From an optimization exercise on the open Yosys and OpenROAD flow, aimed at small area, a short achievable clock period and few clock cycles per item; shortcuts taken in it are not production practice.
In this exercise RTL edits were held to simulation tests only and were not proved equivalent to the original.
Power is estimated from default activity; no workload was simulated.

===== flow/config.mk =====
export PLATFORM = sky130hd
export DESIGN_NAME = fz_policer_bank
export DESIGN_NICKNAME = fz_policer_bank
export VERILOG_FILES = /design/flow/design.v
export SDC_FILE = /design/flow/constraint.sdc
export NUM_CORES = 4
export LEC_CHECK = 0
export CAP_MARGIN = 20
export CORE_MARGIN = 2
export CORE_UTILIZATION = 40
export PLACE_DENSITY = 0.6
export SLEW_MARGIN = 20

===== flow/standard.sh =====
#!/bin/bash
# synth_recipe.tcl (not shown) runs the flow's synth.tcl, then flattens the netlist and writes it again
# the make line also repeats each setting of config.mk as NAME=value (left out here)
make -C /OpenROAD-flow-scripts/flow DESIGN_CONFIG=/design/flow/config.mk WORK_HOME=/design/flow/orfs CLKGATE_MAP_FILE= SYNTH_SCRIPT=/design/flow/synth_recipe.tcl "${@:-finish}"

===== flow/constraint.sdc =====
create_clock -name core_clock -period 26.0 [get_ports {clk}]
set_input_delay 5.2000 -clock core_clock [delete_from_list [all_inputs] [get_ports {clk}]]
set_output_delay 5.2000 -clock core_clock [all_outputs]
set_load 0.01 [all_outputs]

===== flow/design.v =====
module fz_policer_bank (
    input  wire        clk,
    input  wire        rst_n,
    input  wire        cmd_valid,
    output wire        cmd_ready,
    input  wire [1:0]  cmd_op,
    input  wire [1:0]  cmd_idx,
    input  wire [31:0] cmd_time,
    input  wire [13:0] cmd_len,
    input  wire [1:0]  cmd_color,
    input  wire        cmd_aware,
    input  wire [1:0]  cmd_tokens,
    input  wire        cmd_en,
    input  wire        cmd_mode,
    input  wire [15:0] cmd_cir,
    input  wire [15:0] cmd_xir,
    input  wire [15:0] cmd_cbs,
    input  wire [15:0] cmd_xbs,
    input  wire [7:0]  cmd_len_adj,
    output reg         rsp_valid,
    output reg  [1:0]  rsp_op,
    output reg  [1:0]  rsp_color,
    output reg  [1:0]  rsp_status,
    output wire [47:0] rsp_tc,
    output wire [47:0] rsp_tx,
    output reg  [31:0] rsp_last
);
    localparam [1:0] GREEN  = 2'd0;
    localparam [1:0] YELLOW = 2'd1;
    localparam [1:0] RED    = 2'd2;
    assign cmd_ready = 1'b1;
    function [29:0] mul15625;
        input [15:0] x;
        mul15625 = ({14'd0, x} << 14) - ({14'd0, x} << 10) + ({14'd0, x} << 8) +
                   ({14'd0, x} << 3) + {14'd0, x};
    endfunction
    function [45:0] mul125;
        input [38:0] x;
        mul125 = ({7'd0, x} << 7) - ({7'd0, x} << 2) + {7'd0, x};
    endfunction
    reg        v1;
    reg [1:0]  op1, idx1, in1, tok1;
    reg [31:0] t1;
    reg [13:0] len1;
    reg        en1, mode1;
    reg [15:0] cir1, xir1, cbs1, xbs1;
    reg [7:0]  adj1;
    always @(posedge clk) begin
        v1   <= rst_n & cmd_valid;
        op1  <= cmd_op;
        idx1 <= cmd_idx;
        t1   <= cmd_time;
        len1 <= cmd_len;
        in1  <= cmd_aware ? cmd_color : GREEN;
        tok1 <= cmd_tokens;
        en1  <= cmd_en;
        mode1 <= cmd_mode;
        cir1 <= cmd_cir;
        xir1 <= cmd_xir;
        cbs1 <= cmd_cbs;
        xbs1 <= cmd_xbs;
        adj1 <= cmd_len_adj;
    end
    reg [3:0]  cfg_v;
    reg [3:0]  en_q, mode_q;
    reg [15:0] cir_q [0:3];
    reg [15:0] xir_q [0:3];
    reg [15:0] cbs_q [0:3];
    reg [15:0] xbs_q [0:3];
    reg [7:0]  adj_q [0:3];
    reg [31:0] last_q [0:3];
    wire        s_v    = cfg_v[idx1];
    wire        s_en   = en_q[idx1] & s_v;
    wire        s_mode = mode_q[idx1];
    wire [15:0] s_cir  = cir_q[idx1];
    wire [15:0] s_xir  = xir_q[idx1];
    wire [15:0] s_cbs  = cbs_q[idx1] & {16{s_v}};
    wire [15:0] s_xbs  = xbs_q[idx1] & {16{s_v}};
    wire [7:0]  s_adj  = adj_q[idx1];
    wire [31:0] s_last = last_q[idx1] & {32{s_v}};
    wire is_pol = (op1 == 2'd0);
    wire is_set = (op1 == 2'd1);
    wire is_rd  = op1[1];
    wire [31:0] d_raw = t1 - s_last;
    wire [30:0] d     = d_raw[31] ? 31'd0 : d_raw[30:0];
    wire set_oor = (tok1 == 2'd3);
    wire set_bad = (cbs1 < 16'd64) || (xbs1 < 16'd64) ||
                   (!mode1 && xir1 < cir1) || (adj1[7] != adj1[6]);
    wire [1:0] set_status = set_oor ? 2'd2 : set_bad ? 2'd1 : 2'd0;
    wire set_ok = is_set & ~set_oor & ~set_bad;
    wire pol_en = is_pol & s_en;
    wire signed [15:0] b_signed = $signed({2'b00, len1}) + 16'sd4 + $signed({{8{s_adj[7]}}, s_adj});
    wire [14:0] b_len = (b_signed < 16'sd1) ? 15'd1 : b_signed[14:0];
    wire [15:0] bc_keep = (s_cbs < cbs1) ? s_cbs : cbs1;
    wire [15:0] bx_keep = (s_xbs < xbs1) ? s_xbs : xbs1;
    integer i;
    always @(posedge clk) begin
        for (i = 0; i < 4; i = i + 1) begin
            if (v1 && idx1 == i && (set_ok || pol_en))
                last_q[i] <= t1;
            if (v1 && idx1 == i && set_ok) begin
                en_q[i]   <= en1;
                mode_q[i] <= mode1;
                cir_q[i]  <= cir1;
                xir_q[i]  <= xir1;
                cbs_q[i]  <= cbs1;
                xbs_q[i]  <= xbs1;
                adj_q[i]  <= adj1;
            end
        end
        if (!rst_n)
            cfg_v <= 4'd0;
        else if (v1 && set_ok)
            cfg_v[idx1] <= 1'b1;
    end
    reg        v2, set2, rd2, we2, pol2, force2, mode2;
    reg [1:0]  op2, idx2, in2, st2;
    reg [15:0] rc2, rx2, bc2, bx2;
    reg [30:0] d2;
    reg [14:0] bl2;
    always @(posedge clk) begin
        v2    <= rst_n & v1;
        op2   <= op1;
        idx2  <= idx1;
        in2   <= in1;
        st2   <= is_set ? set_status : 2'd0;
        set2  <= is_set;
        rd2   <= is_rd;
        we2   <= set_ok | pol_en;
        pol2  <= pol_en;
        force2 <= is_set & (tok1 == 2'd1);
        mode2 <= is_rd ? s_last[31] : s_mode;
        rc2   <= is_rd ? 16'd1 : s_cir;
        rx2   <= s_xir;
        d2    <= is_rd ? s_last[30:0] : d;
        bc2   <= !is_set ? s_cbs : (tok1 == 2'd0) ? bc_keep : (tok1 == 2'd1) ? cbs1 : 16'd0;
        bx2   <= !is_set ? s_xbs : (tok1 == 2'd0) ? bx_keep : (tok1 == 2'd1) ? xbs1 : 16'd0;
        bl2   <= b_len;
    end
    wire [46:0] pc = rc2 * d2;
    wire [46:0] px = rx2 * d2;
    reg        v3, set3, rd3, we3, pol3, mode3, cge3, xge3, force3;
    reg [1:0]  op3, idx3, in3, st3;
    reg [46:0] ac3, ax3;
    reg [29:0] cc3, cx3;
    reg [27:0] bb3;
    reg [3:0]  tok_v;
    reg [38:0] tc_q [0:3];
    reg [38:0] tx_q [0:3];
    reg [38:0] tc3, tx3;
    wire [38:0] n_tc, n_tx;
    wire fwd = v3 & we3 & (idx3 == idx2);
    always @(posedge clk) begin
        v3    <= rst_n & v2;
        op3   <= op2;
        idx3  <= idx2;
        in3   <= in2;
        st3   <= st2;
        set3  <= set2;
        rd3   <= rd2;
        we3   <= we2;
        pol3  <= pol2;
        mode3 <= mode2;
        cge3  <= (bc2 >= {1'b0, bl2});
        xge3  <= (bx2 >= {1'b0, bl2});
        force3 <= force2;
        ac3   <= pc;
        ax3   <= px;
        cc3   <= mul15625(bc2);
        cx3   <= mul15625(bx2);
        bb3   <= mul15625({1'b0, bl2});
        tc3   <= fwd ? n_tc : (tc_q[idx2] & {39{tok_v[idx2]}});
        tx3   <= fwd ? n_tx : (tx_q[idx2] & {39{tok_v[idx2]}});
    end
    wire [38:0] cap_c = {cc3, 9'd0};
    wire [38:0] cap_x = {cx3, 9'd0};
    wire [38:0] b     = {bb3[27:0], 9'd0};
    wire [40:0] tc41 = {2'd0, tc3};
    wire [40:0] tx41 = {2'd0, tx3};
    wire [40:0] ac41 = {2'b0, ac3[38:0]};
    wire [40:0] ax41 = {2'b0, ax3[38:0]};
    wire        big_c = force3 | (|ac3[46:39]);
    wire        big_x = force3 | (|ax3[46:39]);
    wire [40:0] ncc  = ~{2'd0, cap_c};
    wire [40:0] ncx  = ~{2'd0, cap_x};
    wire [40:0] nb   = ~{2'd0, b};
    wire [40:0] os_c = tc41 ^ ac41 ^ ncc;
    wire [40:0] oc_c = (tc41 & ac41) | (tc41 & ncc) | (ac41 & ncc);
    wire [40:0] os_x = tx41 ^ ax41 ^ ncx;
    wire [40:0] oc_x = (tx41 & ax41) | (tx41 & ncx) | (ax41 & ncx);
    wire [41:0] ov_c = {1'b0, os_c} + {oc_c, 1'b0};
    wire [41:0] ov_x = {1'b0, os_x} + {oc_x, 1'b0};
    wire        sat_c = big_c | ov_c[41];
    wire        sat_x = big_x | ov_x[41];
    wire [40:0] ds_c = tc41 ^ ac41 ^ nb;
    wire [40:0] dc_c = (tc41 & ac41) | (tc41 & nb) | (ac41 & nb);
    wire [40:0] ds_x = tx41 ^ ax41 ^ nb;
    wire [40:0] dc_x = (tx41 & ax41) | (tx41 & nb) | (ax41 & nb);
    wire [41:0] df_c = {1'b0, ds_c} + {dc_c, 1'b0} + 42'd1;
    wire [41:0] df_x = {1'b0, ds_x} + {dc_x, 1'b0} + 42'd1;
    wire [38:0] sum_c = tc3 + ac3[38:0];
    wire [38:0] sum_x = tx3 + ax3[38:0];
    wire [38:0] cmb_c = {cc3 - {2'd0, bb3}, 9'd0};
    wire [38:0] cmb_x = {cx3 - {2'd0, bb3}, 9'd0};
    wire        ge_c  = sat_c ? cge3 : df_c[41];
    wire        ge_x  = sat_x ? xge3 : df_x[41];
    wire [38:0] r_c   = sat_c ? cap_c : sum_c;
    wire [38:0] r_x   = sat_x ? cap_x : sum_x;
    wire [38:0] rb_c  = sat_c ? cmb_c : df_c[38:0];
    wire [38:0] rb_x  = sat_x ? cmb_x : df_x[38:0];
    reg [1:0] col;
    reg       deb_c, deb_x;
    always @(*) begin
        deb_c = 1'b0;
        deb_x = 1'b0;
        col   = RED;
        if (!mode3) begin
            if (in3 == RED || in3 == 2'd3 || !ge_x) begin
                col = RED;
            end else begin
                deb_x = 1'b1;
                if (in3 == YELLOW || !ge_c) begin
                    col = YELLOW;
                end else begin
                    deb_c = 1'b1;
                    col   = GREEN;
                end
            end
        end else begin
            if (in3 == GREEN && ge_c) begin
                deb_c = 1'b1;
                col   = GREEN;
            end else if ((in3 == GREEN || in3 == YELLOW) && ge_x) begin
                deb_x = 1'b1;
                col   = YELLOW;
            end else begin
                col = RED;
            end
        end
        if (!pol3) begin
            deb_c = 1'b0;
            deb_x = 1'b0;
        end
    end
    assign n_tc = deb_c ? rb_c : r_c;
    assign n_tx = deb_x ? rb_x : r_x;
    always @(posedge clk) begin
        for (i = 0; i < 4; i = i + 1) begin
            if (v3 && we3 && idx3 == i) begin
                tc_q[i] <= n_tc;
                tx_q[i] <= n_tx;
            end
        end
        if (!rst_n)
            tok_v <= 4'd0;
        else if (v3 && we3)
            tok_v[idx3] <= 1'b1;
    end
    reg  [45:0] rsp_tc_q, rsp_tx_q;
    always @(posedge clk) begin
        rsp_valid  <= rst_n & v3;
        rsp_op     <= op3;
        rsp_color  <= pol3 ? col : in3;
        rsp_status <= st3;
        rsp_tc_q   <= mul125(tc3);
        rsp_tx_q   <= mul125(tx3);
        rsp_last   <= {mode3, ac3[30:0]};
    end
    assign rsp_tc = {2'd0, rsp_tc_q};
    assign rsp_tx = {2'd0, rsp_tx_q};
endmodule

===== flow/flow/run.sh =====
#!/bin/bash
# Standard synthesis and layout, with timing repair aimed at a tighter setup slack
# (the design's clock and constraints are unchanged).
set -euo pipefail
bash standard.sh synth > synth.log 2>&1
bash standard.sh SETUP_SLACK_MARGIN=19.5 finish > layout.log 2>&1

==> flow_summary.yaml, run 1 <==
timing:
  max_freq_mhz: 153
  relSlewSlack: 0.243
  worst_slew_pin_slew_ns: 1.13
  rsz0062_at_grt: "yes"
  fin_hold_ws_ns: 0.317
  finalSetupViolations: 0
  tns_ns: 0
  drv_slew: 0
  finClkSkew_ns: 0.0784
  period_minus_slack_ns: 6.54
  period_share: 0.252
  hold_viol_final: 0
  setup_slack_ns: 19.46
synth:
  synth_top_area_frac: 0.202
  ys_warn_count: 9
  synth_seq_cells: 1402
  synth_area_leaders: "edfxtp_1 20%, fa_1 20%, dfxtp_1 12%"
  synth_edf_count: 736
  syn-instance-count: 10400
  synth_area_um2: 109000
  ys_seq_area_frac: 0.324
  async_reset_ff_frac: 0
  yosysTopAreaCell: "edfxtp_1"
  synth_top_flop_cell: "edfxtp_1"
  synth_cell_types: 99
  synth.avg_cell_area_um2: 10.5
die:
  rows: 191
  fp.dieH_um: 526
  die_w_um: 526
  ios: 268
  dieArea_um2: 277000
  initial_utilization: 0.403
  core_area_um2: 271000
final_layout:
  final_cells: 14500
  fillCellCount: 25000
  area_growth_pct: 13.9
  nets: 12900
  drive_above_1_share: 0.102
  fin_area_um2: 124000
global_route:
  met1_usage: 0.320
  overflow: 0
  antenna_found_initial: 14
  grt_start_max_net_pins: 60
  use_met2: 0.374
  grt_pass1_wl_mm: 490
  track_usage: 0.232
  met3_usage: 0.0299
  top_usage_layer: "met2"
  grt_pass1_vias: 79300
placement:
  placed_area_um2: 116000
  place_worst_setup_slack_ns: 18.10
  placed_cells: 14000
  gp_congestion: 0.949
  hpwlAfterDp_mm: 249
  port_buffers: 262
route:
  drt-total-wl_mm: 335
  route.detailed.drc: 0
  viasPerCell: 5.39
  first_pass_iters: 6
  vias: 77900
  wire_per_inst_um: 23.2
  drt_iter0_markers: 6022
  detail-route-antenna-nets: 0
power_and_ir_drop:
  p_leak_nw: 55.6
  p_per_area_nw_per_um2: 90.0
  vdd_drop_max_mv: 0.0771
run:
  drv_cap: 0
clock_network:
  cts_root_buffer: "clkbuf_16"
  clk_transition_reported_paths_ns: 0.06
  cts_buffer_depth: 4
  clock_sinks: 1402
  cts_inserted_buffers: 168
  h-tree-depth: 4
  clk-insertion-delay-late_ns: 0.87
  cts-hold-fix-buffers: 0
  cts_tree: "done"
setup_path:
  worstSetupPathType: "reg -> reg"
  path_max_fanout: 6
  worst_ep_arrival_time_ns: 7.32
  crit_required_ns: 26.78
  crit_path_start_kind: "flop"
  endpoint_kind: "flop"
worst_hold_path:
  hold_path.class: "reg -> reg"
outcome:
  status: "timing/DRC/antenna clean"
==> final cells by class <==
type,count,area [um2],share of cell area
well taps,3570,4470,0.0359
flip-flops and latches,1402,35700,0.287
repair buffers,493,5570,0.0448
clock buffers,223,4660,0.0374
multi-input cells,6886,66400,0.534
inverters,1797,6750,0.0542
clock inverters,78,870,0.00699
diodes,7,17.5,0.000141
==> power by group <==
| group | switching (mW) | internal [mW] | leakage (nW) |
|---|---|---|---|
| combinational | 3.41 | 2.31 | 40.6 |
| sequential | 0.470 | 2.63 | 12.3 |
| clock | 0.971 | 1.40 | 2.68 |
| total | 4.85 | 6.34 | 55.6 |
==> layout by cell type, fill, tap and decap left out, types with 132 or more instances in the layout <==
cell type,n
inv_1,1792
fa_1,1063
ha_1,948
nand2_1,933
edfxtp_1,736
dfxtp_1,552
a21oi_1,504
and2_1,464
nor2_1,353
xnor2_1,339
o21ai_0,279
a21o_1,267
clkbuf_16,202
mux4_2,186
xor2_1,132
==> Yosys cell counts (all sizes together), types with 70 or more instances <==
cell,count
dfxtp,666
nor2,362
edfxtp,736
a211oi,76
nor3,99
and2,473
o21bai,77
nand3,93
clkbuf,305
xnor2,339
nand2,936
o21ai,302
ha,975
mux4,186
a21oi,518
a31oi,72
fa,1077
inv,1797
xor2,132
a21o,268
o21a,70
==> critical path: stages (launching register included) <==
cell	delay (ns)
dfxtp_4	0.38
clkbuf_16	0.17
and2_1	0.15
fa_1	0.53
inv_1	0.06
fa_2	0.58
fa_1	0.44
fa_1	0.55
inv_1	0.05
fa_1	0.50
fa_1	0.46
ha_4	0.33
nand2_1	0.07
nor3_2	0.23
a221oi_4	0.13
a31oi_2	0.20
buf_6	0.15
a2111oi_4	0.07
or3_4	0.41
o311ai_4	0.27
a21oi_2	0.11
nor4b_2	0.27
o41a_1	0.20
xnor2_1	0.12
==> final timing paths <==
path / start / end / slack (ns) / depth (start not counted)
worst min register to register: we2 / we3 / 0.32 / 0
worst max-delay path: d2[7] / ac3[46] / 19.46 / 23
worst max register to register: d2[7] / ac3[46] / 19.46 / 23
worst min-delay path: we2 / we3 / 0.32 / 0
==> sequential cells by signal, indices dropped and copies added (netlist names), 46 cells and up <==
register,count
xbs_q,64
tc_q,156
cbs_q,64
cir_q,64
rsp_tx_q,46
ac3,47
tx_q,156
xir_q,64
last_q,128
rsp_tc_q,46
ax3,47
==> metal layers <==
metal,share of wire,vias up
met5,0.000039,-
met4,0.039,2
met3,0.064,512
met2,0.46,2660
met1,0.44,39300
li1,-,35500
==> through the flow <==
stage / utilization / power (mW)
2_1_floorplan: - / 6.75
3_3_place_gp: 0.427 / 8.49
3_5_place_dp: 0.427 / 8.57
4_1_cts: 0.450 / 11.0
5_1_grt: 0.459 / 12.0
6_report: 0.459 / 11.2
==> what timing repair did <==
action,4_1_cts,5_1_grt
endpoints found under the setup margin,176,134
setup buffers,16,70
gates cloned,4,29
pin swaps,14,58
gates resized for setup,766,261
==> logic make-up after synthesis <==
family	Yosys count	share of synthesized area
flops	1402	0.324
simple gates	2328	0.103
fa+ha+maj	2052	0.309
mux	232	0.0426
other cells	2	0.0000688
xor+xnor	471	0.0378
buf+inv	2154	0.0749
compound gates	1798	0.108
Testbench counts, summed over its fixed seeds: cycles 24,064, items 24,032.
==> run 2, diff against run 1 <==
--- a/flow/design.v
+++ b/flow/design.v
@@ -34,6 +34,36 @@
         mul15625 = ({14'd0, x} << 14) - ({14'd0, x} << 10) + ({14'd0, x} << 8) +
                    ({14'd0, x} << 3) + {14'd0, x};
     endfunction
+    function [26:0] booth_enc;
+        input [15:0] y;
+        reg [18:0] ye;
+        integer k;
+        begin
+            ye = {2'b00, y, 1'b0};
+            for (k = 0; k < 9; k = k + 1) begin
+                booth_enc[3*k]   = ye[2*k+1] ^ ye[2*k];
+                booth_enc[3*k+1] = (ye[2*k+2] & ~ye[2*k+1] & ~ye[2*k]) | (~ye[2*k+2] & ye[2*k+1] & ye[2*k]);
+                booth_enc[3*k+2] = ye[2*k+2];
+            end
+        end
+    endfunction
+    localparam [46:0] BOOTH_K = 47'd0 - (47'd1 << 32) - (47'd1 << 34) - (47'd1 << 36) - (47'd1 << 38) -
+                                (47'd1 << 40) - (47'd1 << 42) - (47'd1 << 44) - (47'd1 << 46);
+    function [46:0] booth_mul;
+        input [26:0] e;
+        input [30:0] x;
+        reg [31:0] m;
+        reg [46:0] acc;
+        integer k;
+        begin
+            acc = BOOTH_K;
+            for (k = 0; k < 9; k = k + 1) begin
+                m = ({32{e[3*k]}} & {1'b0, x}) | ({32{e[3*k+1]}} & {x, 1'b0});
+                acc = acc + ({14'd0, ~e[3*k+2], m ^ {32{e[3*k+2]}}} << (2*k)) + ({46'd0, e[3*k+2]} << (2*k));
+            end
+            booth_mul = acc;
+        end
+    endfunction
     function [45:0] mul125;
         input [38:0] x;
         mul125 = ({7'd0, x} << 7) - ({7'd0, x} << 2) + {7'd0, x};
@@ -67,7 +97,7 @@
     reg [15:0] xir_q [0:3];
     reg [15:0] cbs_q [0:3];
     reg [15:0] xbs_q [0:3];
-    reg [7:0]  adj_q [0:3];
+    reg [6:0]  adj_q [0:3];    
     reg [31:0] last_q [0:3];
     wire        s_v    = cfg_v[idx1];
     wire        s_en   = en_q[idx1] & s_v;
@@ -76,7 +106,7 @@
     wire [15:0] s_xir  = xir_q[idx1];
     wire [15:0] s_cbs  = cbs_q[idx1] & {16{s_v}};
     wire [15:0] s_xbs  = xbs_q[idx1] & {16{s_v}};
-    wire [7:0]  s_adj  = adj_q[idx1];
+    wire [6:0]  s_adj  = adj_q[idx1];
     wire [31:0] s_last = last_q[idx1] & {32{s_v}};
     wire is_pol = (op1 == 2'd0);
     wire is_set = (op1 == 2'd1);
@@ -89,7 +119,7 @@
     wire [1:0] set_status = set_oor ? 2'd2 : set_bad ? 2'd1 : 2'd0;
     wire set_ok = is_set & ~set_oor & ~set_bad;
     wire pol_en = is_pol & s_en;
-    wire signed [15:0] b_signed = $signed({2'b00, len1}) + 16'sd4 + $signed({{8{s_adj[7]}}, s_adj});
+    wire signed [15:0] b_signed = $signed({2'b00, len1}) + 16'sd4 + $signed({{9{s_adj[6]}}, s_adj});
     wire [14:0] b_len = (b_signed < 16'sd1) ? 15'd1 : b_signed[14:0];
     wire [15:0] bc_keep = (s_cbs < cbs1) ? s_cbs : cbs1;
     wire [15:0] bx_keep = (s_xbs < xbs1) ? s_xbs : xbs1;
@@ -105,7 +135,7 @@
                 xir_q[i]  <= xir1;
                 cbs_q[i]  <= cbs1;
                 xbs_q[i]  <= xbs1;
-                adj_q[i]  <= adj1;
+                adj_q[i]  <= adj1[6:0];
             end
         end
         if (!rst_n)
@@ -115,7 +145,8 @@
     end
     reg        v2, set2, rd2, we2, pol2, force2, mode2;
     reg [1:0]  op2, idx2, in2, st2;
-    reg [15:0] rc2, rx2, bc2, bx2;
+    reg [26:0] rc2, rx2;    
+    reg [15:0] bc2, bx2;
     reg [30:0] d2;
     reg [14:0] bl2;
     always @(posedge clk) begin
@@ -130,15 +161,15 @@
         pol2  <= pol_en;
         force2 <= is_set & (tok1 == 2'd1);
         mode2 <= is_rd ? s_last[31] : s_mode;
-        rc2   <= is_rd ? 16'd1 : s_cir;
-        rx2   <= s_xir;
+        rc2   <= booth_enc(is_rd ? 16'd1 : s_cir);
+        rx2   <= booth_enc(s_xir);
         d2    <= is_rd ? s_last[30:0] : d;
         bc2   <= !is_set ? s_cbs : (tok1 == 2'd0) ? bc_keep : (tok1 == 2'd1) ? cbs1 : 16'd0;
         bx2   <= !is_set ? s_xbs : (tok1 == 2'd0) ? bx_keep : (tok1 == 2'd1) ? xbs1 : 16'd0;
         bl2   <= b_len;
     end
-    wire [46:0] pc = rc2 * d2;
-    wire [46:0] px = rx2 * d2;
+    wire [46:0] pc = booth_mul(rc2, d2);
+    wire [46:0] px = booth_mul(rx2, d2);
     reg        v3, set3, rd3, we3, pol3, mode3, cge3, xge3, force3;
     reg [1:0]  op3, idx3, in3, st3;
     reg [46:0] ac3, ax3;
@@ -242,8 +273,8 @@
             deb_x = 1'b0;
         end
     end
-    assign n_tc = deb_c ? rb_c : r_c;
-    assign n_tx = deb_x ? rb_x : r_x;
+    assign n_tc = {deb_c ? rb_c[38:9] : r_c[38:9], sat_c ? 9'd0 : sum_c[8:0]};
+    assign n_tx = {deb_x ? rb_x[38:9] : r_x[38:9], sat_x ? 9'd0 : sum_x[8:0]};
     always @(posedge clk) begin
         for (i = 0; i < 4; i = i + 1) begin
             if (v3 && we3 && idx3 == i) begin
==> flow/flow/run.sh (replaced) <==
#!/bin/bash
# Standard synthesis and layout, with timing repair aimed at a tighter setup slack
# and the smallest buffer on each port (the design's clock and constraints are
# unchanged).
set -euo pipefail
bash standard.sh synth > synth.log 2>&1
bash standard.sh SETUP_SLACK_MARGIN=19.5 BUFFER_PORTS_ARGS="-buffer_cell sky130_fd_sc_hd__buf_1" finish > layout.log 2>&1
--- a/flow/config.mk
+++ b/flow/config.mk
@@ -7,6 +7,6 @@
 export LEC_CHECK = 0
 export CAP_MARGIN = 20
 export CORE_MARGIN = 2
-export CORE_UTILIZATION = 40
-export PLACE_DENSITY = 0.6
+export CORE_UTILIZATION = 60
+export PLACE_DENSITY = 0.72
 export SLEW_MARGIN = 20
==> flow_summary.yaml, run 2 <==
outcome:
  status: "timing/DRC/antenna clean"
final_layout:
  fillCellCount: 13100
  area_growth_pct: 10.2
  nets: 11600
  fin_area_um2: 114000
  final_common_cell: "inv_1"
  layout_common_cells: "1223 x inv_1, 996 x ha_1, 732 x edfxtp_1"
  top_regs: "tc_q x156, tx_q x156, last_q x128"
  drive_above_1_share: 0.0991
route:
  viasPerCell: 6.21
  wire_per_inst_um: 25.3
  vias: 75800
  detail-route-antenna-nets: 0
  first_pass_iters: 7
  drt-total-wl_mm: 309
  drt_iter0_markers: 7277
  route.detailed.drc: 0
die:
  fp.dieH_um: 420
  die_w_um: 420
  initial_utilization: 0.604
  core_area_um2: 172000
  ios: 268
  rows: 152
  dieArea_um2: 176000
timing:
  period_minus_slack_ns: 6.51
  drv_slew: 0
  finalSetupViolations: 0
  relSlewSlack: 0.293
  rsz0062_at_grt: "yes"
  worst_slew_pin_slew_ns: 1.05
  hold_viol_final: 0
  fin_hold_ws_ns: 0.321
  period_share: 0.250
  tns_ns: 0
  max_freq_mhz: 154
  finClkSkew_ns: 0.0446
placement:
  port_buffers: 262
  hpwlAfterDp_mm: 227
  gp_congestion: 1.01
  placed_area_um2: 107000
synth:
  synth_top_flop_cell: "edfxtp_1"
  ys_warn_count: 9
  synth_cell_types: 109
  synth_area_um2: 104000
  yosysTopAreaCell: "edfxtp_1"
  synth_edf_count: 732
  synth_area_leaders: "edfxtp_1 21%, fa_1 13%, dfxtp_1 13%"
  synthTopCellsByCount: "1225 x inv_1, 999 x ha_1, 732 x edfxtp_1"
  syn-instance-count: 9598
  synth.avg_cell_area_um2: 10.8
  synth_top_area_frac: 0.212
  ys_seq_area_frac: 0.343
  synth_seq_cells: 1414
  yosysMostFrequentCell: "inv_1"
  async_reset_ff_frac: 0
clock_network:
  cts-hold-fix-buffers: 0
  cts_buffer_depth: 3
  cts_root_buffer: "clkbuf_16"
  clk_transition_reported_paths_ns: 0.07
  cts_inserted_buffers: 152
  cts_tree: "done"
  clk-insertion-delay-late_ns: 0.86
  clock_sinks: 1414
  h-tree-depth: 4
setup_path:
  crit_path_start_kind: "flop"
  crit_chain: "buf_6"
  path_buf_inv: 1
  path_max_fanout: 1
  endpoint_kind: "output port"
  worstSetupPathType: "reg -> out"
  crit_required_ns: 20.80
  critPathTopFamily: "flip-flops"
  max_stage_delay_ns: 0.36
  crit_path_top_delay_cell: "dfxtp_2"
  worst_ep_arrival_time_ns: 1.31
run:
  drv_cap: 0
global_route:
  grt_pass1_vias: 75600
  grt_start_max_net_pins: 87
  antenna_found_initial: 13
  overflow: 0
  grt_pass1_wl_mm: 461
  track_usage: 0.347
power_and_ir_drop:
  vdd_drop_max_mv: 0.211
  p_per_area_nw_per_um2: 136
  p_leak_nw: 48.9
worst_hold_path:
  hold_path.class: "reg -> reg"
-- run 2: per-layer routing --
metal / share of wire / vias to the layer above / track usage
li1: - / 34100 / -
met1: 0.41 / 37500 / 0.466
met2: 0.47 / 3516 / 0.556
met3: 0.080 / 732 / 0.0577
met4: 0.046 / 2 / 0.148
met5: 0.000042 / - / 0
-- run 2: logic make-up after synthesis --
family | Yosys count | share of synthesized area
AO/OA/AOI/OAI | 2170 | 0.145
other | 2 | 0.0000724
adder cells (fa/ha/maj) | 1682 | 0.252
buffers and inverters | 1680 | 0.0616
XOR/XNOR | 977 | 0.0825
multiplexers | 282 | 0.0497
flip-flops | 1414 | 0.343
AND/OR/NAND/NOR | 1391 | 0.0659
-- run 2: final cells by class --
class / count / area [um2] / area share
Inverter: 1232 / 4640 / 0.0406
Clock inverter: 79 / 1010 / 0.00885
Antenna cell: 10 / 25.0 / 0.000219
Timing Repair Buffer: 446 / 3610 / 0.0316
Multi-Input combinational cell: 6508 / 62000 / 0.542
Clock buffer: 207 / 4310 / 0.0377
Sequential cell: 1414 / 35800 / 0.313
Tap cell: 2310 / 2890 / 0.0253
-- run 2: report_power, final --
part / switching (mW) / total, mW / internal, mW / leakage, nW
Sequential: 0.408 / 3.12 / 2.71 / 12.4
Clock: 0.966 / 2.27 / 1.31 / 2.56
Combinational: 5.93 / 10.1 / 4.18 / 33.9
Total: 7.30 / 15.5 / 8.20 / 48.9
-- run 2: repair_timing --
action | CTS | global route
endpoints found under the setup margin | 159 | 87
pin swaps | 1 | 7
gates cloned | 1 | 10
resized for setup | 317 | 139
buffers inserted | 17 | 20
-- run 2: path summary, 6_finish.rpt --
kind	start	to	slack (ns)	cells after the start
worst min-delay path	pol2	pol3	0.32	0
worst max register to register	tc3[30]	tc3[34]	19.56	15
worst max-delay path	rsp_op[0]	rsp_op[0]	19.49	1
worst min register to register	pol2	pol3	0.32	0
-- run 2: metrics by stage --
stage / setup WS (ns) / power, mW / utilization / cells
3_5_place_dp: 18.41 / 12.8 / 0.623 / 11900
4_1_cts: 19.44 / 15.2 / 0.660 / 12200
3_3_place_gp: 18.48 / 12.6 / 0.623 / 11900
2_1_floorplan: 19.60 / 9.97 / - / 9601
5_1_grt: 19.30 / 16.7 / 0.666 / 12200
6_report: 19.49 / 15.5 / 0.666 / 12200
Testbench counts of run 2, summed over its fixed seeds: cycles 24,064, items 24,032.
==> run 3, diff against run 2 <==
--- a/flow/config.mk
+++ b/flow/config.mk
@@ -7,6 +7,6 @@
 export LEC_CHECK = 0
 export CAP_MARGIN = 20
 export CORE_MARGIN = 2
-export CORE_UTILIZATION = 60
-export PLACE_DENSITY = 0.72
+export CORE_UTILIZATION = 70
+export PLACE_DENSITY = 0.8
 export SLEW_MARGIN = 20
==> flow_summary.yaml, run 3 <==
clock_network:
  cts_inserted_buffers: 146
  cts_tree: "done"
  cts_root_buffer: "clkbuf_16"
  clk-insertion-delay-late_ns: 0.84
  clk_transition_reported_paths_ns: 0.06
  cts_buffer_depth: 3
  h-tree-depth: 4
  cts-hold-fix-buffers: 0
  clock_sinks: 1414
synth:
  synth_top_area_frac: 0.212
  yosysTopAreaCell: "edfxtp_1"
  async_reset_ff_frac: 0
  synth_area_um2: 104000
  synthTopCellsByCount: "1225 x inv_1, 999 x ha_1, 732 x edfxtp_1"
  yosysMostFrequentCell: "inv_1"
  ys_warn_count: 9
  synthMuxAreaShare: 0.0497
  synth_edf_count: 732
  synth_seq_cells: 1414
  synth_area_leaders: "edfxtp_1 21%, fa_1 13%, dfxtp_1 13%"
  synth_adder_area_share: 0.252
  synth_xor_area_frac: 0.0825
  synth.avg_cell_area_um2: 10.8
  ys_seq_area_frac: 0.343
  syn-instance-count: 9598
  synth_compound_area_frac: 0.145
  synth_top_family_by_area: "adder cells"
  synth_cell_types: 109
  yosys.area_share.simple: 0.0659
  synth_top_flop_cell: "edfxtp_1"
setup_path:
  crit_path_start_kind: "flop"
  crit_required_ns: 20.80
  crit_path_top_delay_cell: "dfxtp_2"
  crit_chain: "buf_6"
  r2r-start: "d2[6]"
  worst_ep_arrival_time_ns: 1.28
  critPathTopFamily: "flip-flops"
  endpoint_kind: "output port"
  worstSetupPathType: "reg -> out"
  crit_start: "rsp_last[24]"
  path_buf_inv: 1
  max_stage_delay_ns: 0.32
  path_max_fanout: 1
timing:
  finClkSkew_ns: 0.0815
  fin_hold_ws_ns: 0.329
  worst_slew_pin_slew_ns: 1.17
  drv_slew: 0
  period_share: 0.249
  finalSetupViolations: 0
  max_freq_mhz: 154
  tns_ns: 0
  period_minus_slack_ns: 6.48
  rsz0062_at_grt: "yes"
  relSlewSlack: 0.220
  hold_viol_final: 0
final_layout:
  area_growth_pct: 9.29
  final_cells: 11800
  multi_input_area_um2: 62000
  final_common_cell: "inv_1"
  fillCellCount: 9345
  fin_util: 0.769
  nets: 11500
  drive_above_1_share: 0.0848
  layout_common_cells: "1223 x inv_1, 995 x ha_1, 732 x edfxtp_1"
  register_area_um2: 35800
  top_regs: "tc_q x156, tx_q x156, last_q x128"
global_route:
  grt_pass1_vias: 79200
  track_usage: 0.412
  antenna_found_initial: 11
  grt_pass1_wl_mm: 473
  grt_start_max_net_pins: 91
  overflow: 0
power_and_ir_drop:
  finalPower_mw: 15.5
  p_leak_nw: 48.5
  power_frac_clock: 0.142
  internal_power_mw: 8.12
  seqPwrFrac: 0.201
  power.switching_mw: 7.33
  p_per_area_nw_per_um2: 136
  sw_frac_of_total: 0.474
  vdd_drop_max_mv: 0.193
  power_frac_comb: 0.657
placement:
  hpwlAfterDp_mm: 222
  placed_cells: 11500
  gp_congestion: 1.02
  port_buffers: 262
die:
  dieArea_um2: 151000
  fp.dieH_um: 389
  ios: 268
  initial_utilization: 0.703
  core_area_um2: 147000
  rows: 141
  die_w_um: 389
route:
  vias: 78300
  wire_per_inst_um: 27.0
  viasPerCell: 6.64
  first_pass_iters: 9
  drt_iter0_markers: 9158
  route.detailed.drc: 0
  drt-total-wl_mm: 319
  detail-route-antenna-nets: 0
outcome:
  status: "timing/DRC/antenna clean"
run:
  drv_cap: 0
worst_hold_path:
  hold_path.class: "reg -> reg"
  holdCritStartpoint: "in2[1]"
==> run 3: cell counts after synthesis <==
No cell type changed its count.
==> run 3: final cells by class <==
| type | instances | share of cell area |
|---|---|---|
| antenna | 2 | 0.0000441 |
| clock buffer | 206 | 0.0372 |
| clock inverter | 65 | 0.00816 |
| inverter | 1232 | 0.0410 |
| multi-input combinational | 6507 | 0.547 |
| sequential | 1414 | 0.316 |
| tap | 1930 | 0.0213 |
| timing repair buffer | 434 | 0.0300 |
==> run 3: cell families (layout without fill, tap and decap cells) <==
group           count (synthesis)  count (layout)
other cells                     2               7
xor+xnor                      977             977
fa+ha+maj                    1682            1682
buf+inv                      1680            1937
mux                           282             282
compound gates               2170            2170
flops                        1414            1414
simple gates                 1391            1391
==> run 3: per-stage QoR <==
step / instance area [um2] / setup slack, ns
2_1_floorplan: 104000 / 19.60
6_report: 113000 / 19.52
5_1_grt: 113000 / 19.46
4_1_cts: 113000 / 19.50
3_5_place_dp: 106000 / 18.44
3_3_place_gp: 106000 / 18.62
==> run 3: repair_timing <==
| item | in CTS | in global routing |
|---|---|---|
| gates cloned | 2 | 9 |
| pin swaps | 3 | 15 |
| setup buffers | 29 | 16 |
| gates resized for setup | 161 | 136 |
| setup endpoints to repair | 63 | 49 |
==> run 3: layer usage <==
metal / share of wire / global-route usage / vias up
li1: - / - / 34000
met1: 0.37 / 0.523 / 37900
met2: 0.45 / 0.657 / 5042
met3: 0.10 / 0.0842 / 1307
met4: 0.075 / 0.246 / 10
met5: 0.00032 / 0 / -
==> run 3: final timing paths <==
| check | cells after the start | end | slack, ns |
|---|---|---|---|
| min reg2reg | 0 | in3[1] | 0.33 |
| min | 0 | in3[1] | 0.33 |
| max | 1 | rsp_last[24] | 19.52 |
| max reg2reg | 20 | ax3[46] | 19.64 |
==> run 3: power by group through the flow <==
stage	registers, mW	clock network (mW)	logic, mW
3_3_place_gp	3.13	0	9.27
5_1_grt	3.10	2.28	11.1
2_1_floorplan	2.89	0	7.07
6_report	3.11	2.19	10.2
4_1_cts	3.08	2.20	9.76
3_5_place_dp	3.14	0	9.51
==> run 4, diff against run 3 <==
==> flow/flow/run.sh (replaced) <==
#!/bin/bash
# Standard synthesis and layout, with timing repair aimed at a tighter setup slack
# (the design's clock and constraints are unchanged).
set -euo pipefail
bash standard.sh synth > synth.log 2>&1
bash standard.sh SETUP_SLACK_MARGIN=19.5 finish > layout.log 2>&1
--- a/flow/config.mk
+++ b/flow/config.mk
@@ -7,6 +7,6 @@
 export LEC_CHECK = 0
 export CAP_MARGIN = 20
 export CORE_MARGIN = 2
-export CORE_UTILIZATION = 70
-export PLACE_DENSITY = 0.8
+export CORE_UTILIZATION = 60
+export PLACE_DENSITY = 0.72
 export SLEW_MARGIN = 20
==> flow_summary.yaml, run 4 <==
clock_network:
  cts_tree: "done"
  cts_root_buffer: "clkbuf_16"
  clk-insertion-delay-late_ns: 0.84
  clock_sinks: 1414
  cts_buffer_depth: 3
  cts_inserted_buffers: 151
  h-tree-depth: 4
  clk_transition_reported_paths_ns: 0.06
  cts-hold-fix-buffers: 0
timing:
  relSlewSlack: 0.310
  period_share: 0.250
  tns_ns: 0
  drv_slew: 0
  rsz0062_at_grt: "yes"
  worst_slew_pin_slew_ns: 1.03
  max_freq_mhz: 154
  period_minus_slack_ns: 6.50
  finalSetupViolations: 0
  finClkSkew_ns: 0.0557
  hold_viol_final: 0
final_layout:
  layout_common_cells: "1223 x inv_1, 997 x ha_1, 732 x edfxtp_1"
  nets: 11500
  area_growth_pct: 11.0
  final_common_cell: "inv_1"
  top_regs: "tc_q x156, tx_q x156, last_q x128"
  fin_area_um2: 115000
  drive_above_1_share: 0.0981
route:
  viasPerCell: 6.18
  first_pass_iters: 6
  vias: 75300
  route.detailed.drc: 0
  drt-total-wl_mm: 305
  detail-route-antenna-nets: 0
  drt_iter0_markers: 7141
  wire_per_inst_um: 25.1
setup_path:
  endpoint_kind: "output port"
  crit_path_start_kind: "flop"
  max_stage_delay_ns: 0.36
  worst_ep_arrival_time_ns: 1.30
  worstSetupPathType: "reg -> out"
  critPathTopFamily: "flip-flops"
  crit_required_ns: 20.80
  crit_chain: "buf_6"
  crit_path_top_delay_cell: "dfxtp_4"
  path_buf_inv: 1
  path_max_fanout: 1
synth:
  synth_seq_cells: 1414
  ys_warn_count: 9
  ys_seq_area_frac: 0.343
  async_reset_ff_frac: 0
  synth_cell_types: 109
  synth_top_flop_cell: "edfxtp_1"
  synth.avg_cell_area_um2: 10.8
  synth_area_um2: 104000
  yosysTopAreaCell: "edfxtp_1"
  syn-instance-count: 9598
  synth_area_leaders: "edfxtp_1 21%, fa_1 13%, dfxtp_1 13%"
  yosysMostFrequentCell: "inv_1"
  synthTopCellsByCount: "1225 x inv_1, 999 x ha_1, 732 x edfxtp_1"
  synth_edf_count: 732
  synth_top_area_frac: 0.212
outcome:
  status: "timing/DRC/antenna clean"
power_and_ir_drop:
  finalPower_mw: 15.5
  p_leak_nw: 49.2
  p_per_area_nw_per_um2: 134
  vdd_drop_max_mv: 0.209
placement:
  placed_area_um2: 109000
  port_buffers: 262
  hpwlAfterDp_mm: 227
  gp_congestion: 1.03
run:
  drv_cap: 0
worst_hold_path:
  hold_path.class: "reg -> reg"
global_route:
  grt_start_max_net_pins: 90
  grt_pass1_vias: 75200
  antenna_found_initial: 8
  overflow: 0
  grt_pass1_wl_mm: 457
  track_usage: 0.343
die:
  rows: 152
  dieArea_um2: 176000
  core_area_um2: 172000
  ios: 268
  initial_utilization: 0.604
  fp.dieH_um: 420
  die_w_um: 420
## run 4: cell counts after synthesis
No cell type changed its count.
## run 4: power breakdown
group / total (mW) / switching, mW / internal [mW]
sequential: 3.14 / 0.426 / 2.71
combinational: 10.0 / 5.85 / 4.18
clock: 2.29 / 0.952 / 1.34
total: 15.5 / 7.23 / 8.23
## run 4: cells by family after synthesis
logic type | synth area share
flip-flops | 0.343
other | 0.0000724
XOR/XNOR | 0.0825
buffers and inverters | 0.0616
AO/OA/AOI/OAI | 0.145
AND/OR/NAND/NOR | 0.0659
adder cells (fa/ha/maj) | 0.252
multiplexers | 0.0497
## run 4: path summary, 6_finish.rpt
| kind | to | cells after the start | startpoint | slack, ns |
|---|---|---|---|---|
| max | rsp_tc[33] | 1 | rsp_tc_q[33] | 19.50 |
| min | rsp_op[1] | 0 | op3[1] | 0.32 |
| min reg2reg | rsp_op[1] | 0 | op3[1] | 0.32 |
| max reg2reg | tc_q[1][26] | 17 | tc3[33] | 19.65 |
## run 4: layout make-up
cell class              count  area [um2]
multi-input cells        6507       61900
fillers                 13200       56600
flip-flops and latches   1414       35800
inverters                1232        4650
repair buffers            422        4410
clock buffers             201        4260
well taps                2310        2890
clock inverters            81        1100
diodes                      5        12.5
## run 4: timing repair
item / CTS / global route
setup endpoints to repair: 160 / 122
gates resized for setup: 738 / 157
cloned: 3 / 4
setup buffers: 10 / 10
pin swaps: 2 / 11
endpoints found under the hold margin: 0 / 0
## run 4: metrics by stage
stage | worst slack [ns] | std cells | hold slack [ns] | utilization
final | 19.50 | 12200 | 0.320 | 0.670
after global routing | 19.44 | 12200 | 0.330 | 0.670
after CTS | 19.44 | 12200 | 0.322 | 0.666
after detailed placement | 18.09 | 11900 | 0.313 | 0.633
after global placement | 18.16 | 11900 | 0.313 | 0.633
after floorplan | 19.60 | 9601 | 0.310 | -
## run 4: per-layer routing
layer,wire length [um],track usage,vias up
met3,25000,0.0645,719
li1,-,-,34000
met2,139000,0.544,3300
met4,16300,0.163,6
met5,34,0,-
met1,124000,0.456,37200
==> run 5, diff against run 4 <==
--- a/flow/design.v
+++ b/flow/design.v
@@ -64,12 +64,18 @@
             booth_mul = acc;
         end
     endfunction
+    function [38:0] pick4;
+        input [3:0]  sel;
+        input [38:0] w0, w1, w2, w3;
+        pick4 = (w0 & {39{sel[0]}}) | (w1 & {39{sel[1]}}) | (w2 & {39{sel[2]}}) | (w3 & {39{sel[3]}});
+    endfunction
     function [45:0] mul125;
         input [38:0] x;
         mul125 = ({7'd0, x} << 7) - ({7'd0, x} << 2) + {7'd0, x};
     endfunction
     reg        v1;
-    reg [1:0]  op1, idx1, in1, tok1;
+    reg [1:0]  op1, in1, tok1;
+    reg [3:0]  sel1;     
     reg [31:0] t1;
     reg [13:0] len1;
     reg        en1, mode1;
@@ -78,7 +84,7 @@
     always @(posedge clk) begin
         v1   <= rst_n & cmd_valid;
         op1  <= cmd_op;
-        idx1 <= cmd_idx;
+        sel1 <= 4'b0001 << cmd_idx;
         t1   <= cmd_time;
         len1 <= cmd_len;
         in1  <= cmd_aware ? cmd_color : GREEN;
@@ -99,15 +105,15 @@
     reg [15:0] xbs_q [0:3];
     reg [6:0]  adj_q [0:3];    
     reg [31:0] last_q [0:3];
-    wire        s_v    = cfg_v[idx1];
-    wire        s_en   = en_q[idx1] & s_v;
-    wire        s_mode = mode_q[idx1];
-    wire [15:0] s_cir  = cir_q[idx1];
-    wire [15:0] s_xir  = xir_q[idx1];
-    wire [15:0] s_cbs  = cbs_q[idx1] & {16{s_v}};
-    wire [15:0] s_xbs  = xbs_q[idx1] & {16{s_v}};
-    wire [6:0]  s_adj  = adj_q[idx1];
-    wire [31:0] s_last = last_q[idx1] & {32{s_v}};
+    wire [3:0]  rsel1  = sel1 & cfg_v;
+    wire        s_en   = |(en_q & rsel1);
+    wire        s_mode = |(mode_q & rsel1);
+    wire [15:0] s_cir  = pick4(rsel1, cir_q[0], cir_q[1], cir_q[2], cir_q[3]);
+    wire [15:0] s_xir  = pick4(rsel1, xir_q[0], xir_q[1], xir_q[2], xir_q[3]);
+    wire [15:0] s_cbs  = pick4(rsel1, cbs_q[0], cbs_q[1], cbs_q[2], cbs_q[3]);
+    wire [15:0] s_xbs  = pick4(rsel1, xbs_q[0], xbs_q[1], xbs_q[2], xbs_q[3]);
+    wire [6:0]  s_adj  = pick4(rsel1, adj_q[0], adj_q[1], adj_q[2], adj_q[3]);
+    wire [31:0] s_last = pick4(rsel1, last_q[0], last_q[1], last_q[2], last_q[3]);
     wire is_pol = (op1 == 2'd0);
     wire is_set = (op1 == 2'd1);
     wire is_rd  = op1[1];
@@ -126,9 +132,9 @@
     integer i;
     always @(posedge clk) begin
         for (i = 0; i < 4; i = i + 1) begin
-            if (v1 && idx1 == i && (set_ok || pol_en))
+            if (v1 && sel1[i] && (set_ok || pol_en))
                 last_q[i] <= t1;
-            if (v1 && idx1 == i && set_ok) begin
+            if (v1 && sel1[i] && set_ok) begin
                 en_q[i]   <= en1;
                 mode_q[i] <= mode1;
                 cir_q[i]  <= cir1;
@@ -141,10 +147,11 @@
         if (!rst_n)
             cfg_v <= 4'd0;
         else if (v1 && set_ok)
-            cfg_v[idx1] <= 1'b1;
+            cfg_v <= cfg_v | sel1;
     end
     reg        v2, set2, rd2, we2, pol2, force2, mode2;
-    reg [1:0]  op2, idx2, in2, st2;
+    reg [1:0]  op2, in2, st2;
+    reg [3:0]  sel2;
     reg [26:0] rc2, rx2;    
     reg [15:0] bc2, bx2;
     reg [30:0] d2;
@@ -152,7 +159,7 @@
     always @(posedge clk) begin
         v2    <= rst_n & v1;
         op2   <= op1;
-        idx2  <= idx1;
+        sel2  <= sel1;
         in2   <= in1;
         st2   <= is_set ? set_status : 2'd0;
         set2  <= is_set;
@@ -170,8 +177,9 @@
     end
     wire [46:0] pc = booth_mul(rc2, d2);
     wire [46:0] px = booth_mul(rx2, d2);
-    reg        v3, set3, rd3, we3, pol3, mode3, cge3, xge3, force3;
-    reg [1:0]  op3, idx3, in3, st3;
+    reg        v3, set3, rd3, we3, pol3, mode3, force3;
+    reg [1:0]  op3, in3, st3;
+    reg [3:0]  sel3;
     reg [46:0] ac3, ax3;
     reg [29:0] cc3, cx3;
     reg [27:0] bb3;
@@ -180,11 +188,12 @@
     reg [38:0] tx_q [0:3];
     reg [38:0] tc3, tx3;
     wire [38:0] n_tc, n_tx;
-    wire fwd = v3 & we3 & (idx3 == idx2);
+    wire fwd = v3 & we3 & (|(sel3 & sel2));
+    wire [3:0] rsel2 = sel2 & tok_v;
     always @(posedge clk) begin
         v3    <= rst_n & v2;
         op3   <= op2;
-        idx3  <= idx2;
+        sel3  <= sel2;
         in3   <= in2;
         st3   <= st2;
         set3  <= set2;
@@ -192,16 +201,14 @@
         we3   <= we2;
         pol3  <= pol2;
         mode3 <= mode2;
-        cge3  <= (bc2 >= {1'b0, bl2});
-        xge3  <= (bx2 >= {1'b0, bl2});
         force3 <= force2;
         ac3   <= pc;
         ax3   <= px;
         cc3   <= mul15625(bc2);
         cx3   <= mul15625(bx2);
         bb3   <= mul15625({1'b0, bl2});
-        tc3   <= fwd ? n_tc : (tc_q[idx2] & {39{tok_v[idx2]}});
-        tx3   <= fwd ? n_tx : (tx_q[idx2] & {39{tok_v[idx2]}});
+        tc3   <= fwd ? n_tc : pick4(rsel2, tc_q[0], tc_q[1], tc_q[2], tc_q[3]);
+        tx3   <= fwd ? n_tx : pick4(rsel2, tx_q[0], tx_q[1], tx_q[2], tx_q[3]);
     end
     wire [38:0] cap_c = {cc3, 9'd0};
     wire [38:0] cap_x = {cx3, 9'd0};
@@ -231,8 +238,12 @@
     wire [41:0] df_x = {1'b0, ds_x} + {dc_x, 1'b0} + 42'd1;
     wire [38:0] sum_c = tc3 + ac3[38:0];
     wire [38:0] sum_x = tx3 + ax3[38:0];
-    wire [38:0] cmb_c = {cc3 - {2'd0, bb3}, 9'd0};
-    wire [38:0] cmb_x = {cx3 - {2'd0, bb3}, 9'd0};
+    wire [30:0] cmd_c = {1'b0, cc3} - {3'd0, bb3};
+    wire [30:0] cmd_x = {1'b0, cx3} - {3'd0, bb3};
+    wire [38:0] cmb_c = {cmd_c[29:0], 9'd0};
+    wire [38:0] cmb_x = {cmd_x[29:0], 9'd0};
+    wire        cge3  = ~cmd_c[30];
+    wire        xge3  = ~cmd_x[30];
     wire        ge_c  = sat_c ? cge3 : df_c[41];
     wire        ge_x  = sat_x ? xge3 : df_x[41];
     wire [38:0] r_c   = sat_c ? cap_c : sum_c;
@@ -277,7 +288,7 @@
     assign n_tx = {deb_x ? rb_x[38:9] : r_x[38:9], sat_x ? 9'd0 : sum_x[8:0]};
     always @(posedge clk) begin
         for (i = 0; i < 4; i = i + 1) begin
-            if (v3 && we3 && idx3 == i) begin
+            if (v3 && we3 && sel3[i]) begin
                 tc_q[i] <= n_tc;
                 tx_q[i] <= n_tx;
             end
@@ -285,7 +296,7 @@
         if (!rst_n)
             tok_v <= 4'd0;
         else if (v3 && we3)
-            tok_v[idx3] <= 1'b1;
+            tok_v <= tok_v | sel3;
     end
     reg  [45:0] rsp_tc_q, rsp_tx_q;
     always @(posedge clk) begin
==> flow/flow/run.sh (replaced) <==
#!/bin/bash
# Standard synthesis and layout, with timing repair aimed at a tighter setup slack
# and the smallest buffer on each port (the design's clock and constraints are
# unchanged).
set -euo pipefail
bash standard.sh synth > synth.log 2>&1
bash standard.sh SETUP_SLACK_MARGIN=19.5 BUFFER_PORTS_ARGS="-buffer_cell sky130_fd_sc_hd__buf_1" finish > layout.log 2>&1
==> flow_summary.yaml, run 5 <==
outcome:
  status: "timing/DRC/antenna clean"
route:
  highest_layer: "met5"
  drt-total-wl_mm: 299
  viasPerCell: 6.23
  drt-met1-wl_mm: 114
  drt_iter0_markers: 7346
  wl_met3_mm: 28.5
  route.met2.wl_mm: 136
  route.detailed.drc: 0
  detail-route-antenna-nets: 0
  vias: 76100
  wire_per_inst_um: 24.4
  first_pass_iters: 7
final_layout:
  layout_common_cells: "1279 x inv_1, 962 x ha_1, 732 x edfxtp_1"
  top_regs: "tc_q x156, tx_q x156, last_q x128"
  fillCellCount: 12900
  fin_util: 0.670
  final_common_cell: "inv_1"
  register_area_um2: 35900
  area_growth_pct: 10.7
  nets: 11700
  drive_above_1_share: 0.0800
  fin_area_um2: 112000
  final_cells: 12200
  multi_input_area_um2: 59500
timing:
  max_freq_mhz: 153
  tns_ns: 0
  fin_hold_ws_ns: 0.307
  rsz0062_at_grt: "yes"
  period_minus_slack_ns: 6.53
  drv_slew: 0
  hold_viol_final: 0
  finalSetupViolations: 0
  finClkSkew_ns: 0.0435
  worst_slew_pin_slew_ns: 1.12
  period_share: 0.251
  relSlewSlack: 0.252
run:
  drv_cap: 0
global_route:
  grt_pass1_wl_mm: 443
  track_usage: 0.335
  grt_pass1_vias: 75100
  overflow: 0
  antenna_found_initial: 22
  grt_start_max_net_pins: 74
setup_path:
  endpoint_kind: "output port"
  crit_path_start_kind: "flop"
  path_max_fanout: 1
  r2r_slack_ns: 19.62
  max_stage_delay_ns: 0.36
  worstSetupPathType: "reg -> out"
  crit_chain: "buf_6"
  critPathTopFamily: "flip-flops"
  path_buf_inv: 1
  crit_required_ns: 20.80
  crit_path_top_delay_cell: "dfxtp_4"
  worst_ep_arrival_time_ns: 1.33
synth:
  syn-instance-count: 9732
  synth_seq_cells: 1418
  synth_edf_count: 732
  ys_seq_area_frac: 0.353
  yosysTopAreaCell: "edfxtp_1"
  synth_cell_types: 93
  synth_area_leaders: "edfxtp_1 22%, dfxtp_1 14%, fa_1 13%"
  ys_warn_count: 9
  synth_top_flop_cell: "edfxtp_1"
  synthTopCellsByCount: "1280 x inv_1, 970 x ha_1, 737 x a22oi_1"
  synth_top_area_frac: 0.217
  async_reset_ff_frac: 0
  synth.avg_cell_area_um2: 10.4
  yosysMostFrequentCell: "inv_1"
  synth_area_um2: 101000
clock_network:
  cts_buffer_depth: 3
  cts_root_buffer: "clkbuf_16"
  clk-insertion-delay-late_ns: 0.86
  clk_transition_reported_paths_ns: 0.07
  cts_inserted_buffers: 152
  cts_tree: "done"
  h-tree-depth: 4
  clock_sinks: 1418
placement:
  gp_congestion: 0.978
  hpwlAfterDp_mm: 212
  port_buffers: 262
  placed_area_um2: 104000
  placed_cells: 11900
power_and_ir_drop:
  p_leak_nw: 49.4
  p_per_area_nw_per_um2: 63.0
  vdd_drop_max_mv: 0.0865
die:
  core_area_um2: 167000
  ios: 268
  fp.dieH_um: 415
  dieArea_um2: 172000
  initial_utilization: 0.605
  rows: 150
  die_w_um: 415
worst_hold_path:
  hold_path.class: "reg -> reg"
[run 5: logic make-up after synthesis]
family,share of synthesized area
buffers and inverters,0.0658
AOI/OAI and AO/OA,0.163
DFF,0.353
muxes,0.0104
xor gates and xnor gates,0.0842
adders and majority gates,0.255
other,0.0000741
and+or+nand+nor,0.0688
[run 5: area by class of cell]
type                            count  area share
Tap cell                         2204      0.0246
Multi-Input combinational cell   6565       0.530
Timing Repair Buffer              448      0.0347
Sequential cell                  1418       0.320
Inverter                         1286      0.0432
Antenna cell                       17    0.000379
Clock inverter                     85     0.00893
Clock buffer                      200      0.0383
[run 5: path summary, 6_finish.rpt]
kind | start | to | cells after the start
max reg2reg | d2[26] | ax3[45] | 21
max | rsp_valid | rsp_valid | 1
min reg2reg | st2[1] | st3[1] | 0
min | st2[1] | st3[1] | 0
[run 5: repair_timing]
action	in CTS	in global routing
endpoints found under the hold margin	0	0
setup buffers	3	35
endpoints found under the setup margin	149	148
hold buffers	0	0
resized for setup	291	252
cloned	0	17
pin swaps	3	20
[run 5: stage by stage]
step	total power [mW]	setup WS, ns
final	7.06	19.47
after global routing	7.38	19.42
after CTS	7.02	19.42
after detailed placement	4.73	18.66
after global placement	4.68	18.77
after floorplan	4.14	19.53
[run 5: layer usage]
metal | global-route usage | up-vias
met3 | 0.0703 | 906
met4 | 0.185 | 6
li1 | - | 34300
met1 | 0.426 | 37200
met5 | 0 | -
met2 | 0.536 | 3714
[run 5: where the power goes]
group | switching (mW) | total (mW) | internal (mW)
Sequential | 0.234 | 2.80 | 2.57
Clock | 0.979 | 2.28 | 1.30
Combinational | 1.17 | 1.99 | 0.819
Total | 2.38 | 7.06 | 4.68
Testbench counts of run 5, summed over its fixed seeds: cycles 24,064, items 24,032.
==> run 6, diff against run 5 <==
--- a/flow/config.mk
+++ b/flow/config.mk
@@ -8,5 +8,7 @@
 export CAP_MARGIN = 20
 export CORE_MARGIN = 2
 export CORE_UTILIZATION = 60
+export CTS_CLUSTER_DIAMETER = 100
+export CTS_CLUSTER_SIZE = 24
 export PLACE_DENSITY = 0.72
 export SLEW_MARGIN = 20
==> flow_summary.yaml, run 6 <==
outcome:
  status: "timing/DRC/antenna clean"
timing:
  hold_viol_final: 0
  rsz0062_at_grt: "yes"
  relSlewSlack: 0.257
  drv_slew: 0
  period_minus_slack_ns: 6.48
  period_share: 0.249
  max_freq_mhz: 154
  finClkSkew_ns: 0.0503
  worst_slew_pin_slew_ns: 1.11
  tns_ns: 0
  finalSetupViolations: 0
die:
  rows: 150
  fp.dieH_um: 415
  initial_utilization: 0.605
  die_w_um: 415
  ios: 268
  core_area_um2: 167000
  dieArea_um2: 172000
synth:
  synth_area_um2: 101000
  synth_cell_types: 93
  async_reset_ff_frac: 0
  synth.avg_cell_area_um2: 10.4
  synth_seq_cells: 1418
  yosysTopAreaCell: "edfxtp_1"
  yosysMostFrequentCell: "inv_1"
  synth_area_leaders: "edfxtp_1 22%, dfxtp_1 14%, fa_1 13%"
  synth_edf_count: 732
  ys_seq_area_frac: 0.353
  ys_warn_count: 9
  synthTopCellsByCount: "1280 x inv_1, 970 x ha_1, 737 x a22oi_1"
  syn-instance-count: 9732
  synth_top_flop_cell: "edfxtp_1"
  synth_top_area_frac: 0.217
route:
  drt_iter0_markers: 7476
  first_pass_iters: 7
  route.detailed.drc: 0
  drt-total-wl_mm: 295
  vias: 75100
  viasPerCell: 6.22
  wire_per_inst_um: 24.5
  detail-route-antenna-nets: 0
setup_path:
  critPathTopFamily: "flip-flops"
  crit_chain: "buf_6"
  worst_ep_arrival_time_ns: 1.28
  r2r-start: "rc2[8]"
  crit_required_ns: 20.80
  worstSetupPathType: "reg -> out"
  path_buf_inv: 1
  worstSetupPathDepth: 1
  crit_path_end: "rsp_last[31]"
  rr_worst_depth: 23
  r2r_slack_ns: 19.65
  path_max_fanout: 1
  crit_path_start_kind: "flop"
  timing.rr.end: "ac3[44]"
  crit_path_top_delay_cell: "dfxtp_4"
  crit_start: "rsp_last[31]"
  endpoint_kind: "output port"
  max_stage_delay_ns: 0.40
global_route:
  track_usage: 0.330
  grt_start_max_net_pins: 74
  grt_pass1_wl_mm: 437
  antenna_found_initial: 17
  grt_pass1_vias: 73900
  overflow: 0
final_layout:
  layout_common_cells: "1279 x inv_1, 961 x ha_1, 732 x edfxtp_1"
  top_regs: "tc_q x156, tx_q x156, last_q x128"
  nets: 11600
  fillCellCount: 13300
  drive_above_1_share: 0.0542
  final_common_cell: "inv_1"
  fin_area_um2: 109000
  area_growth_pct: 7.73
placement:
  hpwlAfterDp_mm: 212
  port_buffers: 262
  gp_congestion: 0.978
  placed_area_um2: 104000
clock_network:
  clk_transition_reported_paths_ns: 0.09
  clock_sinks: 1418
  clk-insertion-delay-late_ns: 0.79
  h-tree-depth: 3
  cts-hold-fix-buffers: 0
  cts_tree: "done"
  cts_buffer_depth: 3
  cts_root_buffer: "clkbuf_16"
  cts_inserted_buffers: 77
power_and_ir_drop:
  p_leak_nw: 47.6
  vdd_drop_max_mv: 0.0863
  p_per_area_nw_per_um2: 56.4
  finalPower_mw: 6.16
run:
  drv_cap: 0
worst_hold_path:
  hold_path.class: "reg -> reg"
==> run 6: cell counts after synthesis <==
Identical to the previous run, type by type.
==> run 6: report_power, final <==
part           switching (mW)  internal, mW
clock network           0.799         0.595
logic                    1.17         0.805
registers               0.230          2.56
total                    2.19          3.96
==> run 6: logic make-up after synthesis <==
logic type	share of synthesized area
AO/OA/AOI/OAI	0.163
buffers and inverters	0.0658
adder cells (fa/ha/maj)	0.255
AND/OR/NAND/NOR	0.0688
flip-flops	0.353
XOR/XNOR	0.0842
multiplexers	0.0104
other	0.0000741
==> run 6: worst min-delay path by stage <==
stage	start	to	slack, ns	cells past startpoint
detailed placement	op3[1]	rsp_op[1]	0.31	0
floorplan	force2	force3	0.31	0
finish	st2[1]	st3[1]	0.33	0
CTS	st2[1]	st3[1]	0.33	0
global route	st2[1]	st3[1]	0.33	0
global placement	st3[1]	rsp_status[1]	0.31	0
==> run 6: timing repair <==
item	4_1_cts	5_1_grt
buffers inserted	3	38
cloned	0	20
endpoints found under the setup margin	41	144
pin swaps	3	29
resized for setup	147	233
hold endpoints to repair	0	0
==> run 6: per-stage QoR <==
| step | hold slack [ns] | setup slack, ns | util | cells |
|---|---|---|---|---|
| finish | 0.328 | 19.52 | 0.652 | 12100 |
| global route | 0.333 | 19.41 | 0.652 | 12100 |
| CTS | 0.331 | 19.42 | 0.642 | 12000 |
| detailed placement | 0.312 | 18.66 | 0.624 | 11900 |
| global placement | 0.311 | 18.77 | 0.624 | 11900 |
| floorplan | 0.310 | 19.53 | - | 9735 |
==> run 6: layout make-up <==
class | count | area, um2 | area share
multi-input cells | 6565 | 59500 | 0.545
flip-flops and latches | 1418 | 35800 | 0.328
inverters | 1286 | 4850 | 0.0444
repair buffers | 454 | 3650 | 0.0335
well taps | 2204 | 2760 | 0.0253
clock buffers | 115 | 2100 | 0.0192
clock inverters | 25 | 428 | 0.00392
diodes | 2 | 5.00 | 0.0000459
==> run 6: per-layer routing <==
metal,GRT usage,wire [um]
met1,0.428,114000
met5,0,63
met3,0.0597,26400
met2,0.529,134000
met4,0.173,20800
==> run 7, diff against run 6 <==
--- a/flow/config.mk
+++ b/flow/config.mk
@@ -7,8 +7,8 @@
 export LEC_CHECK = 0
 export CAP_MARGIN = 20
 export CORE_MARGIN = 2
-export CORE_UTILIZATION = 60
+export CORE_UTILIZATION = 62
 export CTS_CLUSTER_DIAMETER = 100
 export CTS_CLUSTER_SIZE = 24
-export PLACE_DENSITY = 0.72
+export PLACE_DENSITY = 0.74
 export SLEW_MARGIN = 20
==> flow_summary.yaml, run 7 <==
timing:
  period_minus_slack_ns: 6.46
  max_freq_mhz: 155
  rsz0062_at_grt: "yes"
  tns_ns: 0
  finalSetupViolations: 0
  worst_slew_pin_slew_ns: 1.19
  hold_viol_final: 0
  finClkSkew_ns: 0.0449
setup_path:
  crit_required_ns: 20.80
  worst_ep_arrival_time_ns: 1.26
  worstSetupPathType: "reg -> out"
  crit_path_start_kind: "flop"
  path_max_fanout: 1
  crit_chain: "buf_1"
  critPathTopFamily: "flip-flops"
  endpoint_kind: "output port"
  max_stage_delay_ns: 0.36
  crit_path_top_delay_cell: "dfxtp_1"
route:
  drt-total-wl_mm: 300
  drt_iter0_markers: 8002
  route.detailed.drc: 0
  first_pass_iters: 10
  wire_per_inst_um: 24.9
  detail-route-antenna-nets: 0
  vias: 76000
run:
  drv_cap: 0
final_layout:
  fin_util: 0.671
  top_regs: "tc_q x156, tx_q x156, last_q x128"
  drive_above_1_share: 0.0517
  nets: 11600
  final_cells: 12000
  fillCellCount: 12700
clock_network:
  h-tree-depth: 3
  clk-insertion-delay-late_ns: 0.76
  cts_tree: "done"
  clock_sinks: 1418
  cts_inserted_buffers: 73
  clk_transition_reported_paths_ns: 0.09
  cts_root_buffer: "clkbuf_16"
synth:
  synth_edf_count: 732
  synth_area_um2: 101000
  ys_seq_area_frac: 0.353
  yosysTopAreaCell: "edfxtp_1"
  synth_top_flop_cell: "edfxtp_1"
  synth.avg_cell_area_um2: 10.4
  async_reset_ff_frac: 0
  synth_area_leaders: "edfxtp_1 22%, dfxtp_1 14%, fa_1 13%"
  synth_seq_cells: 1418
  synth_top_area_frac: 0.217
  yosysMostFrequentCell: "inv_1"
  synth_cell_types: 93
  synthTopCellsByCount: "1280 x inv_1, 970 x ha_1, 737 x a22oi_1"
  ys_warn_count: 9
placement:
  place_worst_setup_slack_ns: 18.03
  placed_cells: 11800
  hpwlAfterDp_mm: 213
  port_buffers: 262
  gp_congestion: 0.999
outcome:
  status: "timing/DRC/antenna clean"
power_and_ir_drop:
  p_leak_nw: 47.5
  vdd_drop_max_mv: 0.0888
die:
  ios: 268
  die_w_um: 408
  initial_utilization: 0.623
  rows: 148
  dieArea_um2: 167000
global_route:
  grt_pass1_vias: 74600
  grt_pass1_wl_mm: 440
  antenna_found_initial: 18
  track_usage: 0.344
  overflow: 0
run 7: cell counts after synthesis:
No cell type changed its count.
run 7: layout make-up:
cell class | instances | area (um2) | area share
diodes | 10 | 25.0 | 0.000229
clock buffers | 116 | 2050 | 0.0188
clock inverters | 18 | 233 | 0.00213
inverters | 1286 | 4850 | 0.0445
multi-input cells | 6566 | 59600 | 0.546
flip-flops and latches | 1418 | 35800 | 0.329
well taps | 2175 | 2720 | 0.0250
repair buffers | 456 | 3770 | 0.0346
run 7: worst paths after layout:
| check | startpoint | end | slack (ns) | cells past startpoint |
|---|---|---|---|---|
| setup / recovery | rsp_status[1] | rsp_status[1] | 19.54 | 1 |
| hold / removal | op3[0] | rsp_op[0] | 0.33 | 0 |
| setup reg to reg | d2[0] | ac3[43] | 19.58 | 25 |
| hold reg to reg | op3[0] | rsp_op[0] | 0.33 | 0 |
run 7: power breakdown:
| group | switching (mW) | leakage [nW] | total, mW | internal, mW |
|---|---|---|---|---|
| clock network | 0.755 | 1.09 | 1.33 | 0.573 |
| logic | 1.19 | 34.2 | 2.00 | 0.804 |
| registers | 0.241 | 12.2 | 2.80 | 2.56 |
| total | 2.19 | 47.5 | 6.13 | 3.94 |
run 7: cells by family (layout without fill, tap and decap cells):
| logic type | count (synthesis) | after routing | share of synthesized area |
|---|---|---|---|
| buffers and inverters | 1752 | 1876 | 0.0658 |
| XOR/XNOR | 974 | 974 | 0.0842 |
| AO/OA/AOI/OAI | 2353 | 2354 | 0.163 |
| AND/OR/NAND/NOR | 1481 | 1481 | 0.0688 |
| multiplexers | 99 | 99 | 0.0104 |
| adder cells (fa/ha/maj) | 1653 | 1653 | 0.255 |
| other | 2 | 15 | 0.0000741 |
| flip-flops | 1418 | 1418 | 0.353 |
run 7: metrics by stage:
stage          instance area [um2]  hold WS (ns)  power [mW]
2_1_floorplan               101000         0.310        4.14
3_3_place_gp                104000         0.312        4.71
3_5_place_dp                104000         0.312        4.75
4_1_cts                     107000         0.334        6.07
5_1_grt                     109000         0.343        6.42
6_report                    109000         0.333        6.13
run 7: what timing repair did:
item	in CTS	in global routing
endpoints found under the setup margin	132	143
pin swaps	4	42
buffers inserted	9	39
cloned	1	25
resized for setup	114	251
run 7: layer usage:
layer	vias up	share of wire	track usage
met5	-	0.000067	0
met2	3927	0.45	0.551
met4	2	0.069	0.178
met1	37000	0.38	0.442
met3	973	0.099	0.0705
li1	34100	-	-

Setup slack of run 7, layout unchanged: 19.544 ns with ideal ports, 19.451 ns with driving cells assumed (clock clkbuf_16, inputs buf_2), 19.408 ns with port delays also shifted by the 0.828 ns mid clock arrival.
